What follows belongs to an exercise in optimizing a design on an open flow for small area, a short achievable clock period and few clock cycles per item; a production flow would make more cautious choices. The RTL was checked by simulation tests, not by an equivalence proof against the original design. Power figures rest on the tool's default switching activity, not on a simulated workload.

===== flow/constraint.sdc =====
create_clock -name core_clock -period 40.0 [get_ports {clk}]
set_input_delay 8.0000 -clock core_clock [delete_from_list [all_inputs] [get_ports {clk}]]
set_output_delay 8.0000 -clock core_clock [all_outputs]
set_load 0.01 [all_outputs]

===== flow/design.v =====
module iris4_scale (
    input  wire [30:0] mag,
    output reg  [7:0]  scale
);
    wire [7:0]  ex = mag[30:23];
    wire [22:0] fr = mag[22:0];
    wire        lo = |fr[18:0];
    reg [7:0] e;
    reg [1:0] f;
    always @* begin
        if (fr[22:20] == 3'd0 || (fr[22:19] == 4'b0010 && !lo)) begin
            e = ex - 8'd90;  f = 2'd2;                       
        end else if (fr[22:19] < 4'b0101 || (fr[22:19] == 4'b0101 && !lo)) begin
            e = ex - 8'd90;  f = 2'd3;                       
        end else if (fr[22:20] < 3'b100 || (fr[22:19] == 4'b1000 && !lo)) begin
            e = ex - 8'd89;  f = 2'd0;                       
        end else if (fr[22:20] < 3'b111 || (fr[22:19] == 4'b1110 && !lo)) begin
            e = ex - 8'd89;  f = 2'd1;                       
        end else begin
            e = ex - 8'd89;  f = 2'd2;
        end
        if (ex == 8'd0 || e[7] || (e == 8'd0 && f == 2'd0))
            scale = 8'h01;
        else
            scale = {e[5:0], f};
    end
endmodule
module iris4_quant (
    input  wire        sgn,
    input  wire [7:0]  ex,        
    input  wire [19:0] fr,        
    input  wire        frs,       
    input  wire [15:0] draw,      
    input  wire [7:0]  scale,
    input  wire [1:0]  rnd,       
    output reg  [3:0]  code
);
    localparam RNE = 2'd0, RTZ = 2'd1, RSTO = 2'd2;
    wire [5:0] se = scale[7:2];
    wire [1:0] f  = scale[1:0];
    wire [2:0] D  = {1'b1, f};
    wire       lt = fr[19:18] < f;
    wire signed [9:0] shv = $signed({4'd0, se}) + 10'sd88 - $signed({2'd0, ex});
    reg  [20:0] A;
    reg  [5:0]  sh;
    reg  [1:0]  u;                
    reg  [20:0] Ns;
    reg         st;
    reg  [4:0]  T;
    reg  [1:0]  keep;
    reg  [2:0]  rtop;
    reg  [2:0]  X;
    reg  [18:0] Dw;
    reg  [19:0] Z;
    reg         c;
    reg         up;
    reg  [2:0]  kr;
    reg  [3:0]  halves;
    reg  [2:0]  mag;
    integer i;
    always @* begin
        A = {ex != 8'd0, fr};
        if (shv <= 0) begin
            sh = {5'd0, !lt};
            if (shv == 0)       u = lt ? 2'd0 : 2'd1;
            else if (shv == -1) u = lt ? 2'd1 : 2'd2;
            else                u = 2'd2;
        end else begin
            sh = (shv > 10'sd21) ? 6'd21 : shv[5:0];
            u  = 2'd0;
        end
        Ns = A >> sh;
        st = frs;
        for (i = 0; i < 21; i = i + 1)
            if (i < sh) st = st | A[i];
        T = Ns[20:16];
        if (T >= {D, 2'b00} - {2'b00, D}) begin           
            keep = 2'd3;  rtop = T - ({D, 1'b0} + {2'b00, D});
        end else if (T >= {1'b0, D, 1'b0}) begin          
            keep = 2'd2;  rtop = T - {1'b0, D, 1'b0};
        end else if (T >= {2'b00, D}) begin
            keep = 2'd1;  rtop = T - {2'b00, D};
        end else begin
            keep = 2'd0;  rtop = T[2:0];
        end
        X = D - rtop;
        if (rnd == RSTO)
            Dw = {draw, 2'b00} + (f[0] ? {3'd0, draw} : 19'd0) + (f[1] ? {2'd0, draw, 1'b0} : 19'd0);
        else
            Dw = {1'b0, D, 15'd0};
        Z = {4'd0, Ns[15:0]} + {1'b0, Dw};
        c = (rnd == RSTO) | st | keep[0];
        up = (rnd != RTZ) &&
             ((Z[19:16] > {1'b0, X}) || (Z[19:16] == {1'b0, X} && (c || Z[15:0] != 16'd0)));
        kr = {1'b0, keep} + {2'b00, up};
        case (u)
            2'd0:    halves = {1'b0, kr};
            2'd1:    halves = {kr, 1'b0};
            default: halves = {kr[1:0], 2'b00};
        endcase
        case (halves)
            4'd0:    mag = 3'd0;
            4'd1:    mag = 3'd1;
            4'd2:    mag = 3'd2;
            4'd3:    mag = 3'd3;
            4'd4:    mag = 3'd4;
            4'd6:    mag = 3'd5;
            4'd8:    mag = 3'd6;
            default: mag = 3'd7;
        endcase
        code = (mag == 3'd0) ? 4'h0 : {sgn, mag};
    end
endmodule
module iris4_packer (
    input  wire         clk,
    input  wire         rst,
    input  wire         in_valid,
    output wire         in_ready,
    input  wire [31:0]  in_data,
    input  wire [15:0]  in_draw,
    input  wire         in_last,
    input  wire [1:0]   in_rnd,
    input  wire         in_sat,
    input  wire         in_flush,
    output wire         out_valid,
    input  wire         out_ready,
    output wire [7:0]   out_scale,
    output wire [127:0] out_codes,
    output wire [5:0]   out_nsat,
    output wire [5:0]   out_nflush,
    output wire [5:0]   out_nnan
);
    localparam [30:0] LIMIT = 31'h4C90_0000;    
    localparam integer NR  = 33;                 
    localparam integer TAP = NR - 2;             
    localparam integer W   = 47;                 
    reg  [W-1:0]  ring [0:NR-1];
    reg  [NR-1:0] rv;                            
    reg  [5:0]    skip;                          
    reg  [5:0]    gap;                           
    reg           ready;                         
    reg  [7:0]   acc_sc;         
    reg          acc_nz;         
    reg          acc_nb;         
    reg  [5:0]   acc_nnn;        
    reg  [5:0]   acc_nov;        
    reg  [5:0]   acc_nfl;        
    reg  [1:0]   acc_rnd;
    reg          acc_done;       
    reg          d1_v;
    reg  [7:0]   d1_scale;
    reg  [1:0]   d1_rnd;
    reg  [5:0]   d1_nsat;
    reg  [5:0]   d1_nflush;
    reg  [5:0]   d1_nnan;
    reg          act;            
    reg  [1:0]   act_rnd;
    reg  [4:0]   idx;
    reg          ovalid;
    reg  [7:0]   scale;
    reg  [127:0] codes;
    reg  [5:0]   nsat;
    reg  [5:0]   nflush;
    reg  [5:0]   nnan;
    assign in_ready   = ready;
    assign out_valid  = ovalid;
    assign out_scale  = scale;
    assign out_codes  = codes;
    assign out_nsat   = nsat;
    assign out_nflush = nflush;
    assign out_nnan   = nnan;
    wire        in_fire  = in_valid && in_ready;
    wire        in_sub   = (in_data[30:23] == 8'd0) && (in_data[22:0] != 23'd0);
    wire        in_flsh  = in_flush && in_sub;
    wire        in_isnan = (in_data[30:23] == 8'hFF) && (in_data[22:0] != 23'd0);
    wire        in_over  = !in_isnan && (in_data[30:0] > LIMIT);
    wire [30:0] in_mag   = in_over ? LIMIT : in_data[30:0];
    wire        in_nz    = !in_isnan && !in_flsh && (in_data[30:0] != 31'd0);
    wire [W-1:0] in_slot = {in_last, in_draw, in_data[31], in_mag[30:3], |in_mag[2:0]};
    wire [7:0] in_sc;
    iris4_scale u_scale (
        .mag   (in_mag),
        .scale (in_sc)
    );
    wire [7:0] acc_scale = acc_nb ? 8'hFF : acc_nz ? acc_sc : 8'h00;
    wire [5:0] acc_nsat  = acc_nb ? 6'd0 : acc_nov;
    wire [5:0] acc_nnan  = acc_nb ? acc_nnn : 6'd0;
    wire [W-1:0] t      = ring[TAP];
    wire         t_last = t[46];
    wire         first  = !act;
    wire [7:0]   cur_scale = act ? scale   : d1_v ? d1_scale : acc_scale;
    wire [1:0]   cur_rnd   = act ? act_rnd : d1_v ? d1_rnd   : acc_rnd;
    wire [3:0] q_code;
    iris4_quant u_quant (
        .sgn   (t[29]),
        .ex    (t[28:21]),
        .fr    (t[20:1]),
        .frs   (t[0]),
        .draw  (t[45:30]),
        .scale (cur_scale),
        .rnd   (cur_rnd),
        .code  (q_code)
    );
    wire [3:0] code = (cur_scale == 8'hFF) ? 4'h8 :
                      (cur_scale == 8'h00) ? 4'h0 : q_code;
    wire take     = rv[TAP] && (skip == 6'd0) &&
                    (act || ((d1_v || acc_done) && (!ovalid || out_ready)));
    wire d1_take  = take && first && d1_v;
    wire acc_take = take && first && !d1_v;
    wire xfer     = acc_done && !acc_take && (!d1_v || d1_take);
    wire fresh    = acc_done;    
    wire [NR-1:0] rv_n    = {rv[TAP] && !take, rv[TAP-1:0], in_ready ? in_valid : rv[NR-1]};
    wire [5:0]    skip_n  = (skip != 6'd0) ? skip - 6'd1 :
                            (rv[TAP] && !take) ? NR - 1 : 6'd0;
    wire [5:0]    gap_n   = (in_fire || gap == NR - 1) ? 6'd0 : gap + 6'd1;
    wire          accd_n  = in_fire ? in_last : (acc_done && !xfer && !acc_take);
    wire          d1v_n   = xfer || (d1_v && !d1_take);
    wire          ready_n = !rv_n[NR-1] && !(accd_n && d1v_n) &&
                            (gap_n == 6'd0 || rv_n == {NR{1'b0}});
    integer i;
    always @(posedge clk) begin
        for (i = 1; i < NR; i = i + 1)
            ring[i] <= ring[i-1];
        ring[0] <= in_ready ? in_slot : ring[NR-1];
        if (rst) begin
            rv       <= {NR{1'b0}};
            skip     <= 6'd0;
            gap      <= 6'd0;
            ready    <= 1'b1;
            acc_done <= 1'b0;
            acc_sc   <= 8'd0;
            acc_nz   <= 1'b0;
            acc_nb   <= 1'b0;
            acc_nnn  <= 6'd0;
            acc_nov  <= 6'd0;
            acc_nfl  <= 6'd0;
            d1_v     <= 1'b0;
            act      <= 1'b0;
            idx      <= 5'd0;
            ovalid   <= 1'b0;
        end else begin
            rv    <= rv_n;
            skip  <= skip_n;
            gap   <= gap_n;
            ready <= ready_n;
            if (in_fire) begin
                acc_sc   <= (fresh || in_sc > acc_sc) ? in_sc : acc_sc;
                acc_nz   <= (fresh ? 1'b0 : acc_nz) | in_nz;
                acc_nb   <= (fresh ? 1'b0 : acc_nb) | in_isnan | (in_over && !in_sat);
                acc_nnn  <= (fresh ? 6'd0 : acc_nnn) + {5'd0, !in_isnan};
                acc_nov  <= (fresh ? 6'd0 : acc_nov) + {5'd0, in_over};
                acc_nfl  <= (fresh ? 6'd0 : acc_nfl) + {5'd0, in_flsh};
                acc_rnd  <= in_rnd;
                acc_done <= in_last;
            end else if (xfer || acc_take) begin
                acc_done <= 1'b0;
                acc_sc   <= 8'd0;
                acc_nz   <= 1'b0;
                acc_nb   <= 1'b0;
                acc_nnn  <= 6'd0;
                acc_nov  <= 6'd0;
                acc_nfl  <= 6'd0;
            end
            if (xfer) begin
                d1_v      <= 1'b1;
                d1_scale  <= acc_scale;
                d1_rnd    <= acc_rnd;
                d1_nsat   <= acc_nsat;
                d1_nflush <= acc_nfl;
                d1_nnan   <= acc_nnan;
            end else if (d1_take) begin
                d1_v <= 1'b0;
            end
            if (ovalid && out_ready)
                ovalid <= 1'b0;
            if (take) begin
                if (first) begin
                    scale   <= cur_scale;
                    act_rnd <= cur_rnd;
                    nsat    <= d1_v ? d1_nsat   : acc_nsat;
                    nflush  <= d1_v ? d1_nflush : acc_nfl;
                    nnan    <= d1_v ? d1_nnan   : acc_nnan;
                end
                for (i = 0; i < 32; i = i + 1)
                    if (i == idx)
                        codes[4*i +: 4] <= code;
                    else if (first)
                        codes[4*i +: 4] <= 4'h0;
                if (t_last) begin
                    ovalid <= 1'b1;
                    act    <= 1'b0;
                    idx    <= 5'd0;
                end else begin
                    act    <= 1'b1;
                    idx    <= idx + 5'd1;
                end
            end
        end
    end
endmodule

===== flow/run.sh =====
#!/bin/bash
# synth_recipe.tcl (not shown) runs the flow's synth.tcl, then flattens the netlist and writes it again
# the make line also repeats each setting of config.mk as NAME=value (left out here)
make -C /OpenROAD-flow-scripts/flow DESIGN_CONFIG=/design/flow/config.mk WORK_HOME=/design/flow/orfs CLKGATE_MAP_FILE= SYNTH_SCRIPT=/design/flow/synth_recipe.tcl finish

===== flow/config.mk =====
export PLATFORM = sky130hd
export DESIGN_NAME = iris4_packer
export DESIGN_NICKNAME = iris4_packer
export VERILOG_FILES = /design/flow/design.v
export SDC_FILE = /design/flow/constraint.sdc
export NUM_CORES = 4
export LEC_CHECK = 0
export CAP_MARGIN = 20
export CORE_MARGIN = 2
export CORE_UTILIZATION = 40
export SLEW_MARGIN = 20

==> summary.txt <==
## cells in the mapped netlist, drive strengths merged (19+ instances only)
cell     instances
xnor2           23
a21oi          114
edfxtp         186
a211oi          20
ha              91
fa              21
clkbuf          57
nor2b           63
nor3            26
dfxtp         1634
nor2           254
a21o            26
nand3           44
buf             26
inv            113
xor2            20
mux2i           50
o2bb2ai         22
o21ai           82
nor4            19
and2            20
mux2            49
nand2          167
## routing by layer
metal	part of all wire, %	track usage (%)	vias up	routed length (µm)
li1	-	-	11900	-
met1	49	18.8	11300	41000
met2	43	20.9	524	36300
met3	4.5	2.85	159	3750
met4	2.9	5.86	0	2400
met5	0	0	-	0
## registers in the layout, summed over array words and instances, names as in the netlist, 2 cells and up
signal and count:
ring 1551, codes 128, rv 33, acc_sc 8
d1_scale 8, scale 8, acc_nfl 6, acc_nnn 6
acc_nov 6, d1_nflush 6, d1_nnan 6, d1_nsat 6
gap 6, nflush 6, nnan 6, nsat 6
skip 6, idx 5, acc_rnd 2, act_rnd 2
d1_rnd 2
## worst max-delay path by stage
stage / slack (ps) / end / start
floorplan: 27430 / acc_sc[6] / in_data[4]
global placement: 24800 / acc_sc[7] / in_data[4]
detailed placement: 25110 / acc_sc[7] / in_data[0]
CTS: 25890 / acc_sc[7] / in_data[0]
global route: 25430 / acc_sc[7] / in_data[0]
finish: 25920 / acc_sc[7] / in_data[8]
## critical path: stages
cell and delay (ps):
clkdlybuf4s50_1 430, nor4_1 780, nand3_1 450, or2_2 480, nor4b_2 410, o21ai_0 140
and2_1 260, inv_2 560, nor2_1 180, ha_1 330, o211ai_1 210, a21oi_1 100
xnor2_1 140, a21oi_1 80, a311oi_1 440, ha_1 220, nor2b_1 40, o21a_1 160
o21ai_0 140, nand2b_1 80, a21oi_1 160, o21ai_0 80, o21ai_0 80, a21oi_1 110
nor2_1 440, a22o_1 230
## power by group
part           total [mW]  switching (mW)  internal, mW  leakage, nW
combinational       0.407           0.271         0.136         5.05
clock                1.57           0.663         0.908         2.75
sequential           2.05          0.0473          2.00         15.0
total                4.03           0.981          3.05         22.8
## logic make-up after synthesis
family / count (synthesis) / synth area share [%]
AO/OA/AOI/OAI: 401 / 5.63
XOR/XNOR: 43 / 0.840
adder cells (fa/ha/maj): 112 / 3.25
buffers and inverters: 196 / 1.63
flip-flops: 1820 / 79.8
multiplexers: 99 / 2.20
AND/OR/NAND/NOR: 681 / 6.63
## final cells by class
type / count / share of cell area [%]
Tap cell: 1612 / 3.50
Timing Repair Buffer: 229 / 3.89
Clock buffer: 238 / 8.31
Antenna cell: 2 / 0.00869
Multi-Input combinational cell: 1336 / 15.6
Inverter: 113 / 0.737
Sequential cell: 1820 / 66.5
Clock inverter: 62 / 1.44
## metrics by stage
step / hold WS (ps) / util [%] / instance area [µm²]
after CTS: 300 / 48.2 / 57600
after global routing: 305 / 48.2 / 57600
final: 293 / 48.2 / 57600
after global placement: 310 / 43.5 / 52000
after floorplan: 310 / - / 48000
after detailed placement: 312 / 43.5 / 52000
==> summary.txt <==
* Outcome: timing/DRC/antenna clean
* Setup CP Type: in2reg
* IO Port Bufs at 212
* Pre-antenna DRT Iters at 5
* Slew headroom at 27.1%
* Register area share after synthesis at 79.8%
* Largest cells by area after synthesis: dfxtp_1 (68%), edfxtp_1 (12%), ha_1 (2.4%), nor2_1 (2.0%), nand2_1 (1.3%)
* Cell Rows at around 130
* Multi-input gate area at between 8000 and 9000 µm²
* Die area at 123,000 µm²
* Clock latency (worst-skew pair) at 760 ps
* CTS clk-pin slew, worst paths at approximately 60 ps
* Die Y-Extent at 350 µm
* Initial antenna violation count at 2
* Max Cap Viol at 0
* Post-synthesis instance area at 48,000 µm²
* Final WS setup at 25,920 ps
* Reg2Reg Depth at 47
* H-tree levels at 4
* Num CTS Buffers at approximately 170
* Tcrit/Tclk final at about a third
* Req. time, crit path at 40,680 ps
* Hpwl dp at 53,700 µm
* First-pass GRT wire length at 130,000 µm
* Cells after synthesis at 3,352
* Area leader, netlist: dfxtp_1
* Fillers at 10.4k
* Commonest non-fill, non-tap cell in the layout: dfxtp_1
* Cells after DPL at ~5.1k
* Ys flop type: dfxtp_1
* Max Fanout on Critical Path at 35
* Setup violations, final at 0
* Root buf cell: clkbuf_16
* P_leak at between 20 and 25 nW
* Worst-Margin Slew at about 1100 ps
* Post-route insts no fill at 5,412
* Vias in the first global route at 23.4k
* CP Launch Type: input pin
* Core area at about 120,000 µm²
* Reg2Reg Launch Point: d1_v
* Critical path endpoint category: register
* Mean Syn Cell Area at 14.3 µm²
* Sink of the worst hold path: ring[22][20]
* Initial DRC Count at 1,303
* CTS tree: yes
* Final Skew at 39.2 ps
* Maximum vdd drop at 0.0786 mV
* Pin count of the biggest net entering global routing at between 50 and 60
* Max-slew violation total from the final report at 0
* Final Hold Fails at 0
* Setup Buffers After CTS at 0
* Setup TNS at 0 ps
* Hold Path Origin: ring[21][20]
* Post-placement setup slack at 25,110 ps
* Power Density at 69.9 nW/µm²
* Register-to-Register Setup Slack at 26,840 ps
* Via count at 23.9k
* RSZ-0062 raised after global routing: no
* Avg WL per Cell at approximately 15 µm
* Arr. time, crit path at 14,760 ps
* Synth Register Bits at 1,820
* Power Total at 4.03 mW
* Worst Hold Depth at 0
* HP Class: reg2reg
* Yosys warning count at 4
* Total GRT Usage at 13.7%
* Area Overhead vs Synth at 20.0%
* Synth top area share at 68.2%
* Ys async rst share at 0%
* Clk sinks at between 1.5k and 2k
* Worst-case clock buffer depth at 3
* Drt total wl at 83,500 µm
* Die width at approximately 350 µm
* Post-CTS resize count at 0
* I/O pin count at 213
* Fmax at 71.0 MHz
* EDFF count, synth at ~190
* Sequential Area at ~38,000 µm²
* Most frequent cells in the layout: dfxtp_1 (1,631), nor2_1 (251), clkdlybuf4s50_1 (211), edfxtp_1 (186), clkbuf_16 (167)
* Layout cells sized above 1 at 9.90%
* RD Place Congestion at 0.869
* Reg-to-Reg End: codes[83]
* Nets@finish at 3,835
* Antenna viol nets, final at 0
* Minimum clock period at ~14,000 ps
* Via/cell ratio at 4.42
* Cell variety after synth at 93
* Post-synthesis net count at ~3.5k
* Initial Utilization at 40.2%
* Number of remaining DRC errors at 0
* Cts hold-fix bufs at 0
* Grt ovf at 0
Testbench counts, summed over its fixed seeds: cycles 61,625, blocks 2,048.

==> what the ideal ports hide <==
Ports are ideal in the flow. The routed layout listed here was re-timed in OpenROAD.
Step 1 sets driving cells, clkbuf_16 on the clock port and buf_2 on the other inputs (assumed; they add their load-dependent delay and slew).
Step 2 moves the port delays by t, midway between the first and last clock arrival at a register: inputs arrive t later, outputs are due t later. That takes back most of the time a late clock gives input paths.
Slacks: no drivers / after step 1 / after step 2; pairs: no drivers / after step 1.
shift t [ns]: 0.818
slack for setup (ns): 25.919 / 25.974 / 25.156
hold slack, ns: 0.293 / 0.293 / 0.293
latest minus earliest clock arrival (ns): 0.049 / 0.049
worst slew at a driven data input, ns: 0.09
After both steps setup and hold are still met in this run. The setup slack of this run moves by +0.055 ns with the drivers and by -0.763 ns with both steps.
